From an optimization exercise on the open Yosys and OpenROAD flow, aimed at small area, a short achievable clock period and few clock cycles per item; shortcuts taken in it are not production practice.
Power and IR drop assume default switching activity.

== job 1458 ==
==> module div_sqrt, before the edit <==
module div_sqrt (
    input  wire        clk,
    input  wire        rst,
    input  wire        in_valid,
    output wire        in_ready,
    input  wire        op,         
    input  wire [31:0] a,
    input  wire [31:0] b,
    input  wire [4:0]  s,
    output reg         out_valid,
    output wire [31:0] result,
    output reg         sat
);
    localparam [1:0] S_IDLE = 2'd0, S_NORM = 2'd1, S_ITER = 2'd2, S_FIN = 2'd3;
    reg [1:0]  state;
    reg [5:0]  cnt;           
    reg        r_op;
    reg        r_aneg;        
    reg        r_neg;         
    reg [4:0]  r_s;
    reg [4:0]  za, zb;        
    reg        a_zero, b_zero;
    reg        a_ovf, b_ovf;   
    reg        f_force;       
    reg        f_zero;        
    reg        f_sat;         
    reg        f_neg;         
    reg [33:0] R;             
    reg [31:0] D;             
    reg [33:0] Q;             
    assign in_ready = (state == S_IDLE) || (state == S_FIN);
    wire   accept   = in_valid && in_ready;
    assign result   = Q[31:0];
    wire [31:0] a_abs = a[31] ? (32'd0 - a) : a;
    wire [31:0] b_abs = b[31] ? (32'd0 - b) : b;
    wire [31:0] r_in  = (op && s[0]) ? {a[30:0], 1'b0} : a_abs;
    function [4:0] lzc32;
        input [31:0] x;
        reg   [15:0] h;
        reg   [7:0]  g;
        reg   [3:0]  f;
        reg   [1:0]  e;
        begin
            lzc32[4] = ~|x[31:16];
            h        = lzc32[4] ? x[15:0] : x[31:16];
            lzc32[3] = ~|h[15:8];
            g        = lzc32[3] ? h[7:0] : h[15:8];
            lzc32[2] = ~|g[7:4];
            f        = lzc32[2] ? g[3:0] : g[7:4];
            lzc32[1] = ~|f[3:2];
            e        = lzc32[1] ? f[1:0] : f[3:2];
            lzc32[0] = ~e[1];
        end
    endfunction
    wire [4:0]  la_in = lzc32((op && s[0]) ? {a[30:0], 1'b0} : (a ^ {32{a[31]}}));
    wire [4:0]  lb_in = lzc32(b ^ {32{b[31]}});
    wire [4:0]  las   = {za[4:1], 1'b0};         
    wire [31:0] ash   = R[31:0] << (r_op ? las : za);
    wire [31:0] bsh   = D << zb;
    wire        a_sh_ovf = ~ash[31] & ~a_zero;
    wire        b_sh_ovf = ~bsh[31] & ~b_zero;
    wire [31:0] an    = {r_op ? ash[31] : ~a_zero, ash[30:0]};
    wire [31:0] bn    = {~b_zero, bsh[30:0]};
    wire [7:0]  e_div = {3'd0, r_s} - {3'd0, za} + {3'd0, zb}
                      + {7'd0, a_ovf} - {7'd0, b_ovf};              
    wire [5:0]  last_div  = e_div[5:0] + 6'd1;
    wire [5:0]  last_sqrt = 6'd16 + {2'd0, r_s[4:1]} - {2'd0, za[4:1]};
    wire [5:0]  last      = r_op ? last_sqrt : last_div;
    wire        e_low     = e_div[7] & (e_div != 8'hFF);       
    wire        e_high    = ~e_div[7] & (e_div[6:0] > 7'd32);  
    wire        force_c   = r_op ? (r_aneg | a_zero)
                                 : (b_zero | a_zero | e_low | e_high);
    wire        fzero_c   = r_op | (b_zero ? a_zero : (a_zero | e_low));
    wire        fsat_c    = r_op ? r_aneg : (b_zero | (~a_zero & e_high));
    wire        fneg_c    = b_zero ? r_aneg : r_neg;
    wire        m      = ~R[33];
    wire [35:0] x      = {R[33:0], r_op ? Q[33:32] : 2'b00};
    wire [35:0] t      = {{2{m}}, D ^ {32{m}}, r_op | m, r_op | m};
    wire [36:0] sum1   = {x, 1'b1} + {t, ~r_op & m};      
    wire [35:0] sum    = sum1[36:1];
    wire        qb     = ~sum[35];
    wire [33:0] base   = r_op ? {2'd0, D} : Q;
    wire [32:0] bh     = base[33:1];
    wire        sticky = |R;                   
    wire        up     = base[0] & (r_op | sticky | base[1]);
    wire        ovf    = r_neg ? (bh[32] | (bh[31] & (|bh[30:0] | up)))
                               : (|bh[32:31] | (&bh[30:0] & up));
    wire [31:0] sres   = ({32{r_neg}} ^ bh[31:0]) + {31'd0, r_neg ^ up};
    always @(posedge clk) begin
        if (rst) begin
            state     <= S_IDLE;
            out_valid <= 1'b0;
        end else begin
            out_valid <= 1'b0;
            case (state)
                S_NORM: begin
                    a_ovf  <= a_sh_ovf;
                    b_ovf  <= b_sh_ovf;
                    cnt    <= 6'd0;
                    state  <= S_ITER;
                    if (!r_op) begin
                        R <= {2'b00, an};
                        D <= bn;
                        Q <= 34'd0;
                    end else begin
                        R <= 34'd0;
                        D <= 32'd0;
                        Q <= {an, 2'b00};
                    end
                end
                S_ITER: begin
                    f_force <= force_c;
                    f_zero  <= fzero_c;
                    f_sat   <= fsat_c;
                    f_neg   <= fneg_c;
                    if (!r_op) begin
                        R <= sum[34:1];
                        Q <= {Q[32:0], qb};
                    end else begin
                        R <= sum[33:0];
                        D <= {D[30:0], qb};
                        Q <= {Q[31:0], 2'b00};
                    end
                    cnt <= cnt + 6'd1;
                    if (force_c || cnt == last)
                        state <= S_FIN;
                end
                default: begin   
                    if (state == S_FIN) begin
                        out_valid <= 1'b1;
                        if (f_force) begin
                            Q   <= {2'd0, f_zero ? 32'd0 : (f_neg ? 32'h8000_0000 : 32'h7FFF_FFFF)};
                            sat <= f_sat;
                        end else if (ovf) begin
                            Q   <= {2'd0, r_neg ? 32'h8000_0000 : 32'h7FFF_FFFF};
                            sat <= 1'b1;
                        end else begin
                            Q   <= {2'd0, sres};
                            sat <= 1'b0;
                        end
                    end
                    R <= {2'b00, r_in};
                    D <= b_abs;
                    if (accept) begin
                        r_op   <= op;
                        r_aneg <= a[31];
                        r_neg  <= ~op & (a[31] ^ b[31]);
                        r_s    <= s;
                        za     <= la_in;
                        a_zero <= ~|a;
                        b_zero <= ~|b;
                        zb     <= lb_in;
                        state  <= S_NORM;
                    end else begin
                        state  <= S_IDLE;
                    end
                end
            endcase
        end
    end
endmodule
clock: 7.0 ns
lec_check: 0
abc_clock_period_in_ps: 2500
cap_margin: 20
core_margin: 2
core_utilization: 40
slew_margin: 20
run.sh (not shown) runs the stock make flow with config.mk's settings and CLKGATE_MAP_FILE= SYNTH_SCRIPT=/design/flow/synth_recipe.tcl, a recipe that flattens the netlist after the stock synthesis.
Input changes introduced in job 296 (baseline for comparison: job 1458):
--- a/flow/design.v
+++ b/flow/design.v
@@ -72,8 +72,15 @@
                                  : (b_zero | a_zero | e_low | e_high);
     wire        fzero_c   = r_op | (b_zero ? a_zero : (a_zero | e_low));
     wire        fsat_c    = r_op ? r_aneg : (b_zero | (~a_zero & e_high));
     wire        fneg_c    = b_zero ? r_aneg : r_neg;
+    wire [7:0]  e_nov     = {3'd0, r_s} - {3'd0, za} + {3'd0, zb};
+    wire        n_low     = e_nov[7] & (e_nov < 8'hFE);          
+    wire        n_high    = ~e_nov[7] & (e_nov[6:0] > 7'd33);    
+    wire        force_n   = r_op ? (r_aneg | a_zero)
+                                 : (b_zero | a_zero | n_low | n_high);
+    wire        fzero_n   = r_op | (b_zero ? a_zero : (a_zero | n_low));
+    wire        fsat_n    = r_op ? r_aneg : (b_zero | (~a_zero & n_high));
     wire        m      = ~R[33];
     wire [35:0] x      = {R[33:0], r_op ? Q[33:32] : 2'b00};
     wire [35:0] t      = {{2{m}}, D ^ {32{m}}, r_op | m, r_op | m};
     wire [36:0] sum1   = {x, 1'b1} + {t, ~r_op & m};      
@@ -96,9 +103,13 @@
                 S_NORM: begin
                     a_ovf  <= a_sh_ovf;
                     b_ovf  <= b_sh_ovf;
                     cnt    <= 6'd0;
-                    state  <= S_ITER;
+                    state  <= force_n ? S_FIN : S_ITER;
+                    f_force <= force_n;
+                    f_zero  <= fzero_n;
+                    f_sat   <= fsat_n;
+                    f_neg   <= fneg_c;
                     if (!r_op) begin
                         R <= {2'b00, an};
                         D <= bn;
                         Q <= 34'd0;
Compared with job 1458, job 296 shows power that has gone up by more than half.
Uppermost signal routing layer after detailed routing: met4 -> job 296, met5 -> job 1458
| final critical path time including I/O delays and setup | job 296 vs job 1458 | worse |
Going from job 1458 to job 296, combinational power share climbed 12 points; part of the cycle the worst path needs moved up; met1 routing resource usage after global routing has decreased; wire length of the first global-routing pass saw a decrease.
No run of this note included a check of the RTL's function; only the layout flow was run.

========
== try-juniper ==
Another version of the RTL of div_sqrt (not shown whole).
Size: roughly 2100 cells after synthesis, ~17000 um^2 of cells after synthesis.
==> module div_sqrt, before the edit <==
module div_sqrt (
    input  wire        clk,
    input  wire        rst,
    input  wire        in_valid,
    output wire        in_ready,
    input  wire        op,         
    input  wire [31:0] a,
    input  wire [31:0] b,
    input  wire [4:0]  s,
    output reg         out_valid,
    output wire [31:0] result,
    output reg         sat
);
    localparam [1:0] S_IDLE = 2'd0, S_NORM = 2'd1, S_ITER = 2'd2, S_FIN = 2'd3;
    reg [1:0]  state;
    reg [5:0]  cnt;           
    reg        r_op;
    reg        r_aneg;        
    reg        r_neg;         
    reg [4:0]  r_s;
    reg [4:0]  za, zb;        
    reg        a_zero, b_zero;
    reg        f_force;       
    reg        f_zero;        
    reg        f_sat;         
    reg        f_neg;         
    reg [32:0] R;             
    reg [31:0] D;             
    reg [33:0] Q;             
    assign in_ready = (state == S_IDLE) || (state == S_FIN);
    wire   accept   = in_valid && in_ready;
    assign result   = Q[31:0];
    wire [31:0] a_abs = a[31] ? (32'd0 - a) : a;
    wire [31:0] b_abs = b[31] ? (32'd0 - b) : b;
    wire [31:0] r_in  = (op && s[0]) ? {a[30:0], 1'b0} : a_abs;
    function [4:0] lzc32;
        input [31:0] x;
        reg   [15:0] h;
        reg   [7:0]  g;
        reg   [3:0]  f;
        reg   [1:0]  e;
        begin
            lzc32[4] = ~|x[31:16];
            h        = lzc32[4] ? x[15:0] : x[31:16];
            lzc32[3] = ~|h[15:8];
            g        = lzc32[3] ? h[7:0] : h[15:8];
            lzc32[2] = ~|g[7:4];
            f        = lzc32[2] ? g[3:0] : g[7:4];
            lzc32[1] = ~|f[3:2];
            e        = lzc32[1] ? f[1:0] : f[3:2];
            lzc32[0] = ~e[1];
        end
    endfunction
    wire [4:0]  la  = lzc32(R[31:0]);
    wire [4:0]  lb  = lzc32(D);
    wire [4:0]  las = {la[4:1], 1'b0};           
    wire [31:0] an  = R[31:0] << (r_op ? las : la);
    wire [31:0] bn  = D << lb;
    wire signed [7:0] e_div = $signed({3'd0, r_s}) - $signed({3'd0, za}) + $signed({3'd0, zb});
    wire [5:0]  last_div  = e_div[5:0] + 6'd1;
    wire [5:0]  last_sqrt = 6'd16 + {2'd0, r_s[4:1]} - {2'd0, za[4:1]};
    wire [5:0]  last      = r_op ? last_sqrt : last_div;
    wire        e_low     = e_div < -8'sd1;      
    wire        e_high    = e_div > 8'sd32;      
    wire        force_c   = r_op ? (r_aneg | a_zero)
                                 : (b_zero | a_zero | e_low | e_high);
    wire        fzero_c   = r_op | (b_zero ? a_zero : (a_zero | e_low));
    wire        fsat_c    = r_op ? r_aneg : (b_zero | (~a_zero & e_high));
    wire        fneg_c    = b_zero ? r_aneg : r_neg;
    wire [34:0] x_div  = {R, 2'b00};
    wire [34:0] x_sqrt = {R[32:0], Q[33:32]};
    wire [34:0] x      = r_op ? x_sqrt : x_div;
    wire [34:0] t      = {1'b0, D, 1'b0, r_op};
    wire [35:0] diff   = {1'b0, x} - {1'b0, t};
    wire        ge     = ~diff[35];
    wire [33:0] base   = r_op ? {2'd0, D} : Q;
    wire [32:0] bh     = base[33:1];
    wire        sticky = |R;
    wire        up     = base[0] & (r_op | sticky | base[1]);
    wire        ovf    = r_neg ? (bh[32] | (bh[31] & (|bh[30:0] | up)))
                               : (|bh[32:31] | (&bh[30:0] & up));
    wire [31:0] sres   = ({32{r_neg}} ^ bh[31:0]) + {31'd0, r_neg ^ up};
    always @(posedge clk) begin
        if (rst) begin
            state     <= S_IDLE;
            out_valid <= 1'b0;
        end else begin
            out_valid <= 1'b0;
            case (state)
                S_NORM: begin
                    za     <= la;
                    zb     <= lb;
                    a_zero <= ~|R[31:0];
                    b_zero <= ~|D;
                    cnt    <= 6'd0;
                    state  <= S_ITER;
                    if (!r_op) begin
                        R <= {1'b0, an};
                        D <= bn;
                        Q <= 34'd0;
                    end else begin
                        R <= 33'd0;
                        D <= 32'd0;
                        Q <= {an, 2'b00};
                    end
                end
                S_ITER: begin
                    f_force <= force_c;
                    f_zero  <= fzero_c;
                    f_sat   <= fsat_c;
                    f_neg   <= fneg_c;
                    if (!r_op) begin
                        R <= ge ? {diff[33:2], 1'b0} : {R[31:0], 1'b0};
                        Q <= {Q[32:0], ge};
                    end else begin
                        R <= ge ? diff[32:0] : x_sqrt[32:0];
                        D <= {D[30:0], ge};
                        Q <= {Q[31:0], 2'b00};
                    end
                    cnt <= cnt + 6'd1;
                    if (force_c || cnt == last)
                        state <= S_FIN;
                end
                default: begin   
                    if (state == S_FIN) begin
                        out_valid <= 1'b1;
                        if (f_force) begin
                            Q   <= {2'd0, f_zero ? 32'd0 : (f_neg ? 32'h8000_0000 : 32'h7FFF_FFFF)};
                            sat <= f_sat;
                        end else if (ovf) begin
                            Q   <= {2'd0, r_neg ? 32'h8000_0000 : 32'h7FFF_FFFF};
                            sat <= 1'b1;
                        end else begin
                            Q   <= {2'd0, sres};
                            sat <= 1'b0;
                        end
                    end
                    R <= {1'b0, r_in};
                    D <= b_abs;
                    if (accept) begin
                        r_op   <= op;
                        r_aneg <= a[31];
                        r_neg  <= ~op & (a[31] ^ b[31]);
                        r_s    <= s;
                        state  <= S_NORM;
                    end else begin
                        state  <= S_IDLE;
                    end
                end
            endcase
        end
    end
endmodule
make LEC_CHECK=0 ABC_CLOCK_PERIOD_IN_PS=2500 CAP_MARGIN=20 CORE_MARGIN=2 CORE_UTILIZATION=40 SLEW_MARGIN=20 finish   # period 7.0 ns
--- input diff try-juniper..try-fjord ---
--- a/flow/design.v
+++ b/flow/design.v
@@ -21,13 +21,13 @@
     reg [4:0]  za, zb;        
     reg        a_zero, b_zero;
     reg        f_force;       
     reg        f_zero;        
     reg        f_sat;         
     reg        f_neg;         
-    reg [32:0] R;             
+    reg [33:0] R;             
     reg [31:0] D;             
     reg [33:0] Q;             
     assign in_ready = (state == S_IDLE) || (state == S_FIN);
     wire   accept   = in_valid && in_ready;
     assign result   = Q[31:0];
     wire [31:0] a_abs = a[31] ? (32'd0 - a) : a;
@@ -53,32 +53,32 @@
     endfunction
     wire [4:0]  la  = lzc32(R[31:0]);
     wire [4:0]  lb  = lzc32(D);
     wire [4:0]  las = {la[4:1], 1'b0};           
     wire [31:0] an  = R[31:0] << (r_op ? las : la);
     wire [31:0] bn  = D << lb;
-    wire signed [7:0] e_div = $signed({3'd0, r_s}) - $signed({3'd0, za}) + $signed({3'd0, zb});
+    wire [7:0]  e_div = {3'd0, r_s} - {3'd0, za} + {3'd0, zb};    
     wire [5:0]  last_div  = e_div[5:0] + 6'd1;
     wire [5:0]  last_sqrt = 6'd16 + {2'd0, r_s[4:1]} - {2'd0, za[4:1]};
     wire [5:0]  last      = r_op ? last_sqrt : last_div;
-    wire        e_low     = e_div < -8'sd1;      
-    wire        e_high    = e_div > 8'sd32;      
+    wire        e_low     = e_div[7] & (e_div != 8'hFF);       
+    wire        e_high    = ~e_div[7] & (e_div[6:0] > 7'd32);  
     wire        force_c   = r_op ? (r_aneg | a_zero)
                                  : (b_zero | a_zero | e_low | e_high);
     wire        fzero_c   = r_op | (b_zero ? a_zero : (a_zero | e_low));
     wire        fsat_c    = r_op ? r_aneg : (b_zero | (~a_zero & e_high));
     wire        fneg_c    = b_zero ? r_aneg : r_neg;
-    wire [34:0] x_div  = {R, 2'b00};
-    wire [34:0] x_sqrt = {R[32:0], Q[33:32]};
-    wire [34:0] x      = r_op ? x_sqrt : x_div;
-    wire [34:0] t      = {1'b0, D, 1'b0, r_op};
-    wire [35:0] diff   = {1'b0, x} - {1'b0, t};
-    wire        ge     = ~diff[35];
+    wire        m      = ~R[33];
+    wire [35:0] x      = {R[33:0], r_op ? Q[33:32] : 2'b00};
+    wire [35:0] t      = {{2{m}}, D ^ {32{m}}, r_op | m, r_op | m};
+    wire [36:0] sum1   = {x, 1'b1} + {t, ~r_op & m};      
+    wire [35:0] sum    = sum1[36:1];
+    wire        qb     = ~sum[35];
     wire [33:0] base   = r_op ? {2'd0, D} : Q;
     wire [32:0] bh     = base[33:1];
-    wire        sticky = |R;
+    wire        sticky = |R;                   
     wire        up     = base[0] & (r_op | sticky | base[1]);
     wire        ovf    = r_neg ? (bh[32] | (bh[31] & (|bh[30:0] | up)))
                                : (|bh[32:31] | (&bh[30:0] & up));
     wire [31:0] sres   = ({32{r_neg}} ^ bh[31:0]) + {31'd0, r_neg ^ up};
     always @(posedge clk) begin
         if (rst) begin
@@ -92,32 +92,32 @@
                     zb     <= lb;
                     a_zero <= ~|R[31:0];
                     b_zero <= ~|D;
                     cnt    <= 6'd0;
                     state  <= S_ITER;
                     if (!r_op) begin
-                        R <= {1'b0, an};
+                        R <= {2'b00, an};
                         D <= bn;
                         Q <= 34'd0;
                     end else begin
-                        R <= 33'd0;
+                        R <= 34'd0;
                         D <= 32'd0;
                         Q <= {an, 2'b00};
                     end
                 end
                 S_ITER: begin
                     f_force <= force_c;
                     f_zero  <= fzero_c;
                     f_sat   <= fsat_c;
                     f_neg   <= fneg_c;
                     if (!r_op) begin
-                        R <= ge ? {diff[33:2], 1'b0} : {R[31:0], 1'b0};
-                        Q <= {Q[32:0], ge};
+                        R <= sum[34:1];
+                        Q <= {Q[32:0], qb};
                     end else begin
-                        R <= ge ? diff[32:0] : x_sqrt[32:0];
-                        D <= {D[30:0], ge};
+                        R <= sum[33:0];
+                        D <= {D[30:0], qb};
                         Q <= {Q[31:0], 2'b00};
                     end
                     cnt <= cnt + 6'd1;
                     if (force_c || cnt == last)
                         state <= S_FIN;
                 end
@@ -132,13 +132,13 @@
                             sat <= 1'b1;
                         end else begin
                             Q   <= {2'd0, sres};
                             sat <= 1'b0;
                         end
                     end
-                    R <= {1'b0, r_in};
+                    R <= {2'b00, r_in};
                     D <= b_abs;
                     if (accept) begin
                         r_op   <= op;
                         r_aneg <= a[31];
                         r_neg  <= ~op & (a[31] ^ b[31]);
                         r_s    <= s;
--- outcome ---
When try-fjord is measured against try-juniper, its sequential share of layout area turns out 0.30 points higher.
The estimated power of try-fjord ends up lower than the estimate for try-juniper.
try-juniper → try-fjord: share of the clock period used by the worst path increased 3.4 points; standard cell core area went down; multi-input logic portion of the cell area fell by 0.36 points; clock period minus final worst setup slack picked up an extra 0.24 ns.
try-juniper → try-fjord: sequential fraction of design power climbed 1.0 points, die area dropped about 0.9%, DRC violation total after the first TritonRoute iteration +74.
Re cell count: try-juniper was lower than try-fjord.
Most common cell after layout, fill and taps aside = sky130_fd_sc_hd__nand2_1: try-juniper; most common cell after layout, fill and taps aside = sky130_fd_sc_hd__a21oi_1: try-fjord
No functional check of the RTL was part of any run of this note.

==> re-timing with driven ports <==
How much do the figures lean on ideal ports? The routed layouts below were timed once more, with nothing changed but the port constraints. Step 1 (the two cells are an assumption about what drives the block):
set clk [get_ports {clk}]
set_driving_cell -lib_cell sky130_fd_sc_hd__clkbuf_16 $clk
set_driving_cell -lib_cell sky130_fd_sc_hd__buf_2 [delete_from_list [all_inputs] $clk]
Step 2 also shifts input and output timing later by t, the mid clock arrival at the registers, as if the neighbouring blocks saw the same clock. a / b / c = no drivers / after step 1 / after step 2; a / b = the first two.
run | t, ns | setup WS [ns] | worst setup path at the end
job 1458 | 0.531 | 1.956 / 1.986 / 1.455 | input to register
job 296 | 0.517 | 1.277 / 1.277 / 1.277 | register to register
try-juniper | 0.517 | 1.217 / 1.217 / 1.217 | register to register
try-fjord | 0.519 | 0.978 / 0.978 / 0.978 | register to register
After both steps every run listed still meets setup and hold. The setup slack of job 1458, which loses most, moves by +0.030 ns with the drivers and by -0.501 ns with both steps.
